From an optimization exercise on the open Yosys and OpenROAD flow, aimed at small area, a short achievable clock period and few clock cycles per item; shortcuts taken in it are not production practice. Where RTL was checked, it was by simulation tests only, not by an equivalence proof against the original.

== v49 ==
## keyhash
module keyhash (
    input  wire        clk,
    input  wire        rst_n,
    input  wire        req_valid,
    output wire        req_ready,
    input  wire [7:0]  req_ns,
    input  wire [7:0]  req_len,      
    input  wire        key_valid,
    output wire        key_ready,
    input  wire [31:0] key_data,
    output reg         res_valid,
    output wire [63:0] res_hash,
    output wire [15:0] res_fp
);
clock: 15.0 ns
lec_check: 0
abc_clock_period_in_ps: 4500
cap_margin: 20
core_margin: 2
core_utilization: 40
cts_cluster_diameter: 150
cts_cluster_size: 30
place_density: 0.6
slew_margin: 20
standard.sh (not shown) runs the stock make flow with config.mk's settings and CLKGATE_MAP_FILE= SYNTH_SCRIPT=/design/flow/synth_recipe.tcl, a recipe that flattens the netlist after the stock synthesis.
==> flow/flow/run.sh <==
#!/bin/bash
# Standard layout, with timing repair aimed at a 5 ns period (the SDC is unchanged).
set -euo pipefail
bash standard.sh SETUP_SLACK_MARGIN=10 finish > standard_finish.log 2>&1
Testbench counts of v49, summed over its fixed seeds: cycles 236,508, keys 2,400.
[inputs] v41 vs v49
-- flow/config.mk --
<<< v49, line 11
export CORE_UTILIZATION = 40
export CTS_CLUSTER_DIAMETER = 150
export CTS_CLUSTER_SIZE = 30
export PLACE_DENSITY = 0.6
>>> v41, line 11
export CORE_UTILIZATION = 40
export PLACE_DENSITY = 0.6
### Flow results
v41 reached the final stage; the timing, design-rule and antenna checks on its layout passed.
Relative to v49, via count increased by 624 in v41.
Detailed route wirelength on metal3, v41 and v49: lower on v49
v41 vs. v49: cell area +about 5.3%; wire length of the first global-routing pass +2.6%; layout-stage area growth over the synthesis result +5.9 points; proportion of cell area spent on the clock network +4.8 points; worst hold-check slack -0.017 ns.
Delta (v41 minus v49): number of cells in the finished layout apart from fillers now larger.
Of v41 and v49, the run reporting the higher share of cell area taken by flip-flops and latches was v49.
Critical path depth for v41: 1 down relative to v49
#### Input delta (v3 over v41)
==> flow/flow/run.sh <==
#!/bin/bash
# Standard layout, with timing repair aimed at a 5 ns period (the SDC is unchanged).
set -euo pipefail
bash standard.sh SETUP_SLACK_MARGIN=10.5 finish > standard_finish.log 2>&1
## What came out
v3 went all the way through the flow, and no timing, DRC or antenna check failed.
Compared with v41, via count in v3 increased slightly.
In the metrics for v41 and v3, the one carrying the higher worst-case clock skew is v3.
On worst path required time, v41 tracks v3 almost exactly.
Going from v41 to v3, register bit count reported by yosys did not really move; final period utilization fell 0.59 points; final cell count rose about 1.1%.
Setup slack in v3 is larger than in v41.
Of v3 and v41, it is v3 that has the higher post-cts gate resize count.
Here is what was changed in the inputs of v52 compared with v3.
==> flow/flow/run.sh <==
#!/bin/bash
# Standard layout, with timing repair aimed at a 5 ns period (the SDC is unchanged).
set -euo pipefail
bash standard.sh SETUP_SLACK_MARGIN=10 finish > standard_finish.log 2>&1
-- flow/config.mk --
<<< v3, line 11
export CORE_UTILIZATION = 40
export PLACE_DENSITY = 0.6
>>> v52, line 11
export CORE_UTILIZATION = 40
export CTS_BUF_LIST = sky130_fd_sc_hd__clkbuf_4 sky130_fd_sc_hd__clkbuf_8
export CTS_CLUSTER_SIZE = 16
export PLACE_DENSITY = 0.6
Results
- Highest metal layer with signal wires = met5: v52; highest metal layer with signal wires = met4: v3
- v52 — global-route total usage across every layer 0.22 points lower, v3 as reference
- Shortest period the worst path allows is higher on v52
- v52 — area growth from synthesis to layout 3.1 points lower, v3 as reference
- [v52 vs v3] number of DRC markers in iteration 0: lower in v52
What v39 does differently from v52 at the input level:
-- flow/config.mk --
<<< v52, line 11
export CORE_UTILIZATION = 40
export CTS_BUF_LIST = sky130_fd_sc_hd__clkbuf_4 sky130_fd_sc_hd__clkbuf_8
export CTS_CLUSTER_SIZE = 16
export PLACE_DENSITY = 0.6
>>> v39, line 11
export CORE_UTILIZATION = 40
export CTS_BUF_LIST = sky130_fd_sc_hd__clkbuf_8
export PLACE_DENSITY = 0.6
==> run summary <==
Wire length on met3 (v39 vs. v52) increases slightly
Going from v52 to v39, worst setup slack now larger.
The total wire length after detailed routing was comparable across v39 and v52.
There was hardly any difference in critical path's largest stage delay between v39 and v52.
The cell area of v52 and that of v39 are within noise of each other.

---

== run 2 ==
keyhash, a different RTL version from the one above (not shown whole).
Size: ~140 I/O pins, roughly 51000 sq um of cells after synthesis.
export LEC_CHECK = 0
export ABC_CLOCK_PERIOD_IN_PS = 4500
export CAP_MARGIN = 20
export CORE_MARGIN = 2
export CORE_UTILIZATION = 40
export CTS_CLUSTER_DIAMETER = 100
export CTS_CLUSTER_SIZE = 20
export PLACE_DENSITY = 0.6
export SLEW_MARGIN = 20
create_clock -name core_clock -period 15.0 [get_ports {clk}]
==> flow/flow/run.sh <==
#!/bin/bash
# The standard layout with three changes in how it is made (the SDC is unchanged):
#  - timing repair aims at a 5 ns period (SETUP_SLACK_MARGIN=10),
#  - the port buffers are buf_1 cells,
#  - after the standard synthesis, fix_inv.py removes inverter pairs that Yosys's
#    full-adder extraction leaves around full adders (registers are not touched).
# Each step's full output goes to a log file of its own in this folder.
set -euo pipefail
ARGS=(SETUP_SLACK_MARGIN=10.7 "BUFFER_PORTS_ARGS=-buffer_cell sky130_fd_sc_hd__buf_1")
RES=orfs/results/sky130hd/keyhash/base
bash standard.sh "${ARGS[@]}" synth > standard_synth.log 2>&1
cp "$RES/1_2_yosys.v" 1_2_yosys.standard.v
python3 flow/fix_inv.py 1_2_yosys.standard.v 1_2_yosys.fixed.v > fix_inv.log 2>&1
cp 1_2_yosys.fixed.v "$RES/1_2_yosys.v"
rm -f "$RES/1_synth.odb" "$RES/1_synth.sdc"
bash standard.sh "${ARGS[@]}" finish > standard_finish.log 2>&1
Other scripts of this flow, unchanged in this note and not shown: flow/flow/fix_inv.py
The final layout from run 2, which completed every stage, passed the timing, design-rule and antenna checks at the end of the flow.
Setup changes, run 2 to run 4
--- a/flow/flow/run.sh
+++ b/flow/flow/run.sh
@@ -9 +9 @@
-ARGS=(SETUP_SLACK_MARGIN=10.7 "BUFFER_PORTS_ARGS=-buffer_cell sky130_fd_sc_hd__buf_1")
+ARGS=(SETUP_SLACK_MARGIN=10.5 "BUFFER_PORTS_ARGS=-buffer_cell sky130_fd_sc_hd__buf_1")
## What came out
Changes observed in run 4 relative to run 2: routed wire length lower; wire length on met1 decreased 0.64%. Comparing run 4 with run 2, the global-route usage came out essentially unchanged.
No run of this note included a check of the RTL's function; only the layout flow was run.

[afterwards: timing with drivers on the ports]
In the flow no input, the clock included, has a driving cell. The finished layouts below were timed again as built, in two steps. Step 1 sets driving cells, clkbuf_16 on the clock port and buf_2 on the other inputs (assumed; they add their load-dependent delay and slew). Step 2, shift: input delay + t, output delay - t, t = (earliest + latest rising clock arrival at the registers) / 2. This alone moves slack from input paths to output paths. Slacks: ideal / step 1 / step 2; pairs: ideal / step 1.
run | t (ns) | slack for setup (ns) | hold WS [ns] | slew at the worst register clock pin (ns) | worst data-port slew with drivers (ns)
v49 | 0.735 | 9.966 / 9.966 / 9.593 | 0.291 / 0.291 / 0.291 | 0.12 / 0.12 | 0.05
v41 | 0.818 | 10.127 / 10.127 / 9.480 | 0.273 / 0.273 / 0.273 | 0.08 / 0.08 | 0.05
v3 | 0.803 | 10.216 / 10.216 / 9.911 | 0.289 / 0.289 / 0.289 | 0.08 / 0.08 | 0.05
v52 | 0.991 | 10.066 / 10.066 / 9.273 | 0.279 / 0.279 / 0.279 | 0.07 / 0.07 | 0.05
v39 | 0.987 | 10.083 / 10.083 / 9.314 | 0.284 / 0.284 / 0.284 | 0.07 / 0.07 | 0.05
run 2 | 0.772 | 10.492 / 10.492 / 10.070 | 0.313 / 0.313 / 0.313 | 0.09 / 0.09 | 0.03
run 4 | 0.770 | 10.465 / 10.465 / 9.905 | 0.300 / 0.300 / 0.300 | 0.09 / 0.09 | 0.04
After both steps every run listed still meets setup and hold. The setup slack of v52, which loses most, moves by 0.000 ns with the drivers and by -0.793 ns with both steps.
